Background: an optimization exercise with open tools, aiming at small area, a short achievable clock period and few clock cycles. Do not read the settings as production practice.
Only simulation tests tie the RTL to the original design; equivalence was not proved.
Power and IR drop assume default switching activity.

==> flow/design.v <==
module pq_engine (
    input  wire        clk,
    input  wire        rst,
    input  wire        in_valid,
    output wire        in_ready,
    input  wire [63:0] in_data,
    input  wire [1:0]  in_layout,
    input  wire [31:0] in_erase,
    output wire        out_valid,
    input  wire        out_ready,
    output wire [63:0] out_data,
    output wire [4:0]  out_idx,
    output wire        out_last
);
    function [7:0] mul2;             
        input [7:0] a;
        begin
            mul2 = {a[6:0], 1'b0} ^ (a[7] ? 8'h1D : 8'h00);
        end
    endfunction
    function [7:0] div2;             
        input [7:0] a;
        begin
            div2 = {1'b0, a[7:1]} ^ (a[0] ? 8'h8E : 8'h00);
        end
    endfunction
    function [63:0] mul2_word;
        input [63:0] w;
        integer k;
        begin
            for (k = 0; k < 8; k = k + 1)
                mul2_word[8*k +: 8] = mul2(w[8*k +: 8]);
        end
    endfunction
    function [63:0] div2_word;
        input [63:0] w;
        integer k;
        begin
            for (k = 0; k < 8; k = k + 1)
                div2_word[8*k +: 8] = div2(w[8*k +: 8]);
        end
    endfunction
    function [4:0] data_units;
        input [1:0] layout;
        begin
            case (layout)
                2'd0:    data_units = 5'd30;   
                2'd1:    data_units = 5'd14;   
                default: data_units = 5'd6;    
            endcase
        end
    endfunction
    function [7:0] alpha;
        input [4:0] d;
        begin
            case (d)
                5'd1:  alpha = 8'hF4;  5'd2:  alpha = 8'hA7;
                5'd3:  alpha = 8'h9D;  5'd4:  alpha = 8'h72;
                5'd5:  alpha = 8'hED;  5'd6:  alpha = 8'h5F;
                5'd7:  alpha = 8'h54;  5'd8:  alpha = 8'hA0;
                5'd9:  alpha = 8'hA9;  5'd10: alpha = 8'hFB;
                5'd11: alpha = 8'h74;  5'd12: alpha = 8'h85;
                5'd13: alpha = 8'hE4;  5'd14: alpha = 8'hC0;
                5'd15: alpha = 8'h8A;  5'd16: alpha = 8'h67;
                5'd17: alpha = 8'hDC;  5'd18: alpha = 8'h26;
                5'd19: alpha = 8'h63;  5'd20: alpha = 8'hF2;
                5'd21: alpha = 8'hE9;  5'd22: alpha = 8'hB4;
                5'd23: alpha = 8'hD2;  5'd24: alpha = 8'h02;
                5'd25: alpha = 8'h8E;  5'd26: alpha = 8'hBA;
                5'd27: alpha = 8'hAA;  5'd28: alpha = 8'hDE;
                5'd29: alpha = 8'h89;  5'd30: alpha = 8'h57;
                5'd31: alpha = 8'h59;
                default: alpha = 8'h00;
            endcase
        end
    endfunction
    reg [4:0]  bi;           
    reg [1:0]  lay;          
    reg [31:0] em;           
    reg        xseen;        
    reg [63:0] acc_a;        
    reg [63:0] acc_h;        
    reg [7:0]  kq;           
    reg [7:0]  kh;           
    wire [4:0] nd      = data_units(lay);
    wire       first   = (bi == 5'd0);
    wire       is_last = !first && (bi == nd + 5'd1);
    wire       is_p    = !first && (bi == nd);
    wire       is_data = first || (bi < nd);
    wire       erased  = first ? in_erase[0] : em[bi];
    wire [31:0] vmask = (lay == 2'd0) ? 32'hFFFF_FFFF :
                        (lay == 2'd1) ? 32'h0000_FFFF : 32'h0000_00FF;
    wire [31:0] mv    = em & vmask;
    wire [31:0] mv2   = mv & (mv - 32'd1);       
    reg  [4:0]  ex, ey;
    integer j;
    always @(*) begin
        ex = 5'd0;
        ey = 5'd0;
        for (j = 31; j >= 0; j = j - 1) begin
            if (mv[j])  ex = j;
            if (mv2[j]) ey = j;
        end
    end
    wire        pe       = em[nd];
    wire        qe       = em[nd + 5'd1];
    wire        two_data = (mv2 != 32'd0) && (ey < nd);
    wire [7:0]  a_comb   = two_data ? alpha(ey - ex) : 8'h01;
    reg        o_p0, o_p1;   
    reg [3:0]  mcnt;         
    reg [63:0] s_a, s_h, s_q;
    reg [7:0]  s_ka, s_kh, s_kq;
    reg [4:0]  idx0, idx1;
    reg        two, use_a0, use_r0;
    reg [63:0] r;
    wire busy = o_p0 || o_p1;
    assign in_ready = !(is_last && busy);
    wire take = in_valid && in_ready;
    wire snap = is_last && !busy;
    wire r_ok = (mcnt == 4'd0);
    assign out_valid = o_p0 ? (!use_r0 || r_ok) : (o_p1 && r_ok);
    assign out_data  = o_p0 ? ((use_a0 ? s_a : 64'd0) ^ (use_r0 ? r : 64'd0)) : r;
    assign out_idx   = o_p0 ? idx0 : idx1;
    assign out_last  = o_p0 ? !two : 1'b1;
    wire give = out_valid && out_ready;
    wire [7:0] kq_base = (bi == 5'd1) ? a_comb : kq;
    wire [7:0] kh_base = (bi == 5'd1) ? a_comb : kh;
    wire [63:0] din_a = (!erased && (is_data || is_p)) ? in_data : 64'd0;
    wire [63:0] din_h = !erased ? in_data : 64'd0;
    always @(posedge clk) begin
        if (take) begin
            if (first) begin
                lay   <= in_layout;
                em    <= in_erase;
                xseen <= in_erase[0];
            end else if (erased && is_data) begin
                xseen <= 1'b1;
            end
            acc_a <= (first ? 64'd0 : acc_a) ^ din_a;
            if (is_data)
                acc_h <= div2_word((first ? 64'd0 : acc_h) ^ din_h);
            if (!first) begin
                kq <= xseen ? kq_base : (qe ? mul2(kq_base) : div2(kq_base));
                kh <= ((xseen || qe) && !is_last) ? mul2(kh_base) : kh_base;
            end
        end
        if (snap) begin
            s_a    <= acc_a;
            s_h    <= acc_h;
            s_q    <= in_data;
            s_ka   <= qe ? (xseen ? kq : 8'h00) : a_comb;
            s_kh   <= kh;
            s_kq   <= qe ? 8'h00 : kq;
            idx0   <= ex;
            idx1   <= ey;
            two    <= xseen ? (two_data || pe || qe) : (pe && qe);
            use_a0 <= !(qe && !pe && !xseen);
            use_r0 <= two_data || (xseen && pe) || (qe && !pe && !xseen);
        end
        if (mcnt != 4'd0) begin
            r    <= mul2_word((mcnt == 4'd8) ? 64'd0 : r)
                    ^ (s_ka[7] ? s_a : 64'd0)
                    ^ (s_kh[7] ? s_h : 64'd0)
                    ^ (s_kq[7] ? s_q : 64'd0);
            s_ka <= {s_ka[6:0], 1'b0};
            s_kh <= {s_kh[6:0], 1'b0};
            s_kq <= {s_kq[6:0], 1'b0};
            mcnt <= mcnt - 4'd1;
        end
        if (give) begin
            if (o_p0)
                o_p0 <= 1'b0;
            else
                o_p1 <= 1'b0;
        end
        if (take) begin
            if (is_last) begin
                bi   <= 5'd0;
                o_p0 <= 1'b1;
                o_p1 <= xseen ? (two_data || pe || qe) : (pe && qe);
                mcnt <= (two_data || (xseen && pe) || qe) ? 4'd8 : 4'd0;
            end else begin
                bi <= bi + 5'd1;
            end
        end
        if (rst) begin
            bi   <= 5'd0;
            o_p0 <= 1'b0;
            o_p1 <= 1'b0;
            mcnt <= 4'd0;
        end
    end
endmodule
==> flow/run.sh <==
#!/bin/bash
# synth_recipe.tcl (not shown) runs the flow's synth.tcl, then flattens the netlist and writes it again
# the make line also repeats each setting of config.mk as NAME=value (left out here)
make -C /OpenROAD-flow-scripts/flow DESIGN_CONFIG=/design/flow/config.mk WORK_HOME=/design/flow/orfs CLKGATE_MAP_FILE= SYNTH_SCRIPT=/design/flow/synth_recipe.tcl finish
==> flow/config.mk <==
export PLATFORM = sky130hd
export DESIGN_NAME = pq_engine
export DESIGN_NICKNAME = pq_engine
export VERILOG_FILES = /design/flow/design.v
export SDC_FILE = /design/flow/constraint.sdc
export NUM_CORES = 4
export LEC_CHECK = 0
export CAP_MARGIN = 20
export CORE_MARGIN = 2
export CORE_UTILIZATION = 40
export SLEW_MARGIN = 20
==> flow/constraint.sdc <==
create_clock -name core_clock -period 10.0 [get_ports {clk}]
set_input_delay 2.0000 -clock core_clock [delete_from_list [all_inputs] [get_ports {clk}]]
set_output_delay 2.0000 -clock core_clock [all_outputs]
set_load 0.01 [all_outputs]
==> summary.txt <==
-- path summary, 6_finish.rpt --
path,endpoint,cells after the start,from,slack [ps]
max reg2reg,kq[2],25,em[3],2900
min reg2reg,s_h[1],0,acc_h[1],440
min,s_h[1],0,acc_h[1],440
max,kq[2],25,em[3],2900
-- layout by cell type, fill, tap and decap left out, types with 8 or more instances in the layout --
cell	synthesis	layout
nand3_1	12	12
clkinv_2	0	10
nor2_1	66	65
dfxtp_1	14	14
o31ai_1	13	13
a211oi_1	12	12
mux4_2	9	9
o211ai_1	11	11
nand2_1	729	727
o21ai_0	48	48
inv_1	30	27
mux2_2	8	8
or2_2	8	8
a21oi_1	65	65
buf_4	1	23
nor3_1	24	24
a31oi_1	11	11
clkdlybuf4s50_1	0	173
clkinv_1	0	10
a22o_1	9	9
clkbuf_16	0	55
a21o_1	12	12
mux2i_1	11	11
xor2_1	263	263
clkbuf_1	94	13
xnor2_1	185	185
ha_1	14	14
edfxtp_1	469	469
-- final cells by class --
class	instances	share of cell area, %
inverter	31	0.4291
clock inverter	32	1.117
tap	837	3.556
sequential	483	48.77
multi-input combinational	1661	34.73
clock buffer	69	4.886
antenna	1	0.008497
timing repair buffer	197	6.504
-- state kept, by name (all words and copies together) (netlist names), 32 cells and up --
name   count
r         64
s_a       64
acc_a     64
s_h       64
acc_h     64
s_q       64
em        32
-- power groups by stage --
stage | clock, mW | combinational [mW] | sequential (mW)
2_1_floorplan | 0 | 1.89 | 2.93
5_1_grt | 2.11 | 2.92 | 3.04
3_5_place_dp | 0 | 2.66 | 3.04
6_report | 1.99 | 2.63 | 3.00
4_1_cts | 2.03 | 2.68 | 3.00
3_3_place_gp | 0 | 2.62 | 3.03
-- logic make-up (layout without fill, tap and decap cells) --
logic type / count (synthesis) / count (layout) / share of synthesized area [%]
simple gates: 897 / 897 / 14.64
buf+inv: 152 / 329 / 2.329
fa+ha+maj: 15 / 15 / 0.7762
compound gates: 272 / 272 / 7.817
other cells: 0 / 1 / 0
mux: 29 / 29 / 1.707
flops: 483 / 483 / 57.12
xor+xnor: 448 / 448 / 15.60
-- cell usage after synthesis (all sizes together) (5+ instances only) --
library cell	number	area, sq um
a22o	9	78.83
buf	27	116.4
inv	31	116.4
o21ai	52	260.3
xor2	263	2303
clkbuf	94	352.8
xnor2	185	1620
mux4	10	229.0
a21o	12	90.09
nand2	730	2743
or2	9	56.31
and2	8	50.05
a21oi	65	325.3
ha	14	175.2
o31ai	14	118.9
a41oi	6	52.55
mux2i	11	110.1
or4	7	60.06
o21a	6	46.30
mux2	8	90.09
nor2	66	247.7
nand3	12	60.06
or3	8	55.05
edfxtp	469	14080
o311ai	5	43.79
dfxtp	14	280.3
a31oi	12	81.33
a32oi	5	43.79
nand2b	8	50.05
a211oi	12	90.09
nor4	10	128.9
o211ai	12	95.09
nor3	25	136.4
-- worst register-to-register path, stage by stage, from the launching register on --
cell and delay, ps:
edfxtp_1 600, nor4_4 420, o2111ai_2 320, or2_1 360, o311a_1 400, a21oi_1 130, nor2_1 60, o21bai_1 130
a21oi_1 90, a211oi_1 250, o21ai_0 130, o2bb2ai_1 160, o311ai_0 110, ha_1 230, inv_1 80, fa_1 460
a21o_1 190, a21oi_1 160, xnor2_1 130, nor3b_1 220, a31oi_2 490, nand2_2 310, a211oi_1 660, o32ai_4 250
xnor2_1 200, a221o_1 360
-- per-layer routing --
layer,track usage (%),up-vias
met4,6.566,4
met2,32.20,438
met5,0,-
met1,26.46,8166
li1,-,8181
met3,3.205,106
-- per-stage QoR --
step / hold WS [ps] / instances / power (mW)
2_1_floorplan: 426.2 / 2296 / 4.823
3_3_place_gp: 429.2 / 3209 / 5.651
3_5_place_dp: 433.5 / 3209 / 5.707
4_1_cts: 438.5 / 3310 / 7.710
5_1_grt: 443.9 / 3311 / 8.069
6_report: 442.4 / 3311 / 7.616
==> reports/results.ini <==
[outcome]
outcome = timing/DRC/antenna clean

[synth]
synth_edf_count = 469
synth-async-reset-ratio_pct = 0
netlist_instances = 2296
ys_seq_elements = 483
syn-cell-area_sq_mm = 0.02515
postSynthAreaPerCell_sq_um = 10.95
synth.distinct_cells = 85
yosysWarnings = 1
synth_flop_cell = edfxtp_1
ys_seq_area_share_pct = 57.12
synth_nets = 2413

[clocking]
max-clock-path-buffers = 3
cts_sinks = 483
cts_tree = yes
clkSlewWorstSetupHoldPaths_ps = 60
clockRootBuffer = clkbuf_16
postCtsSetupBuffers = 0
clock_latency_ps = 620
cts_hold_buf = 0
htree_num_levels = 2
cts.repair.resized = 0
cts_made_buffers = 54

[routing]
drc = 0
routedWlPerCell_microns = 19.09
via_per_inst = 5.103
wl_met3_microns = 3253
routed_wl_microns = 63210
dr.pass1.iters = 5
final_antenna_net_count = 0
wl_met1_microns = 28060
vias = 16900
drt_iter0_drc = 1088
top_layer_used = met5
wl_met2_microns = 29960

[hold_path]
holdCritPathClass = register to register

[finish]
multi_input_area_sq_mm = 0.01023
nNetsFinal = 2545
stdcell_area_sq_mm = 0.02945
fill_cells = 5690
syn_to_final_growth_pct = 17.12
post-route-util_pct = 47.55
seq_area_sq_mm = 0.01436
drive_gt1_share_pct = 6.672

[global_route]
grt_pass1_wl_microns = 98480
antenna_found_initial = 3
track_usage_pct = 19.61
overflow = 0
grt_pass1_vias = 16970
grt_max_degree = 96

[worst_setup_path]
worst_setup_path_end_kind = register
path_buf_inv = 1
path_delay_family = compound AO/OA/AOI/OAI gates
path_class = register to register
crit_top_cell = a21oi_1
crit_path_max_incr_delay_ps = 660
required_ps = 10370
crit_arrival_ps = 7470
slowest_stage = a211oi_1
startpoint_type = register
timing.critical_path.fanout_max = 13

[die]
rows = 91
dieHeight_microns = 254.7
initial_core_util_pct = 40.60
core_area_sq_mm = 0.06194
dieArea_sq_mm = 0.06488
io_pins = 174
die_x_microns = 254.7

[placed_design]
placed_area_sq_mm = 0.02768
dp_slack_ps = 2916
port_buffers = 173
gp_congestion = 0.8891
dp_hpwl_microns = 40680

[pwr]
sequentialPowerShare_pct = 39.4
internal_power_mw = 5.074
swShare_pct = 33.37
clock_power_share_pct = 26.1
comb_power_share_pct = 34.5
net-switching-power_mw = 2.542
peakVddDrop_uv = 138.3
powerDensity_mw_per_mm2 = 258.6
leakagePower_nw = 10.14

[timing]
skew_ps = 29.05
slew-limit-headroom_pct = 30.80
layout_setup_ws_ps = 2895
hold_violations = 0
drv_slew = 0
fmax_mhz = 140.8
min_period_ps = 7105
tns_ps = 0
rsz0062_at_grt = no
worstMarginPinSlew_ps = 1031
fin_crit_sh_pct = 71.05
final-setup-viol-count = 0

[run]
max_cap_viol_count = 0

Testbench counts, summed over its fixed seeds: cycles 43,030.

[afterwards: timing with drivers on the ports]
The results above use ideal ports. As a check the final layout listed here was re-extracted and re-timed, cells and wires unchanged.
Step 1 assumes that a clkbuf_16 drives the clock port and a buf_2 every other input.
Step 2, shift: input delay + t, output delay - t, t = (earliest + latest rising clock arrival at the registers) / 2. This alone moves slack from input paths to output paths.
Slacks: ideal / step 1 / step 2; pairs: ideal / step 1.
t, ns: 0.661
setup WS [ns]: 2.895 / 2.895 / 2.895
hold WS [ns]: 0.442 / 0.442 / 0.442
latest minus earliest clock arrival (ns): 0.029 / 0.029
worst data-port slew with drivers (ns): 0.11
After both steps setup and hold are still met in this run. The setup slack of this run moves by 0.000 ns with the drivers and by 0.000 ns with both steps.
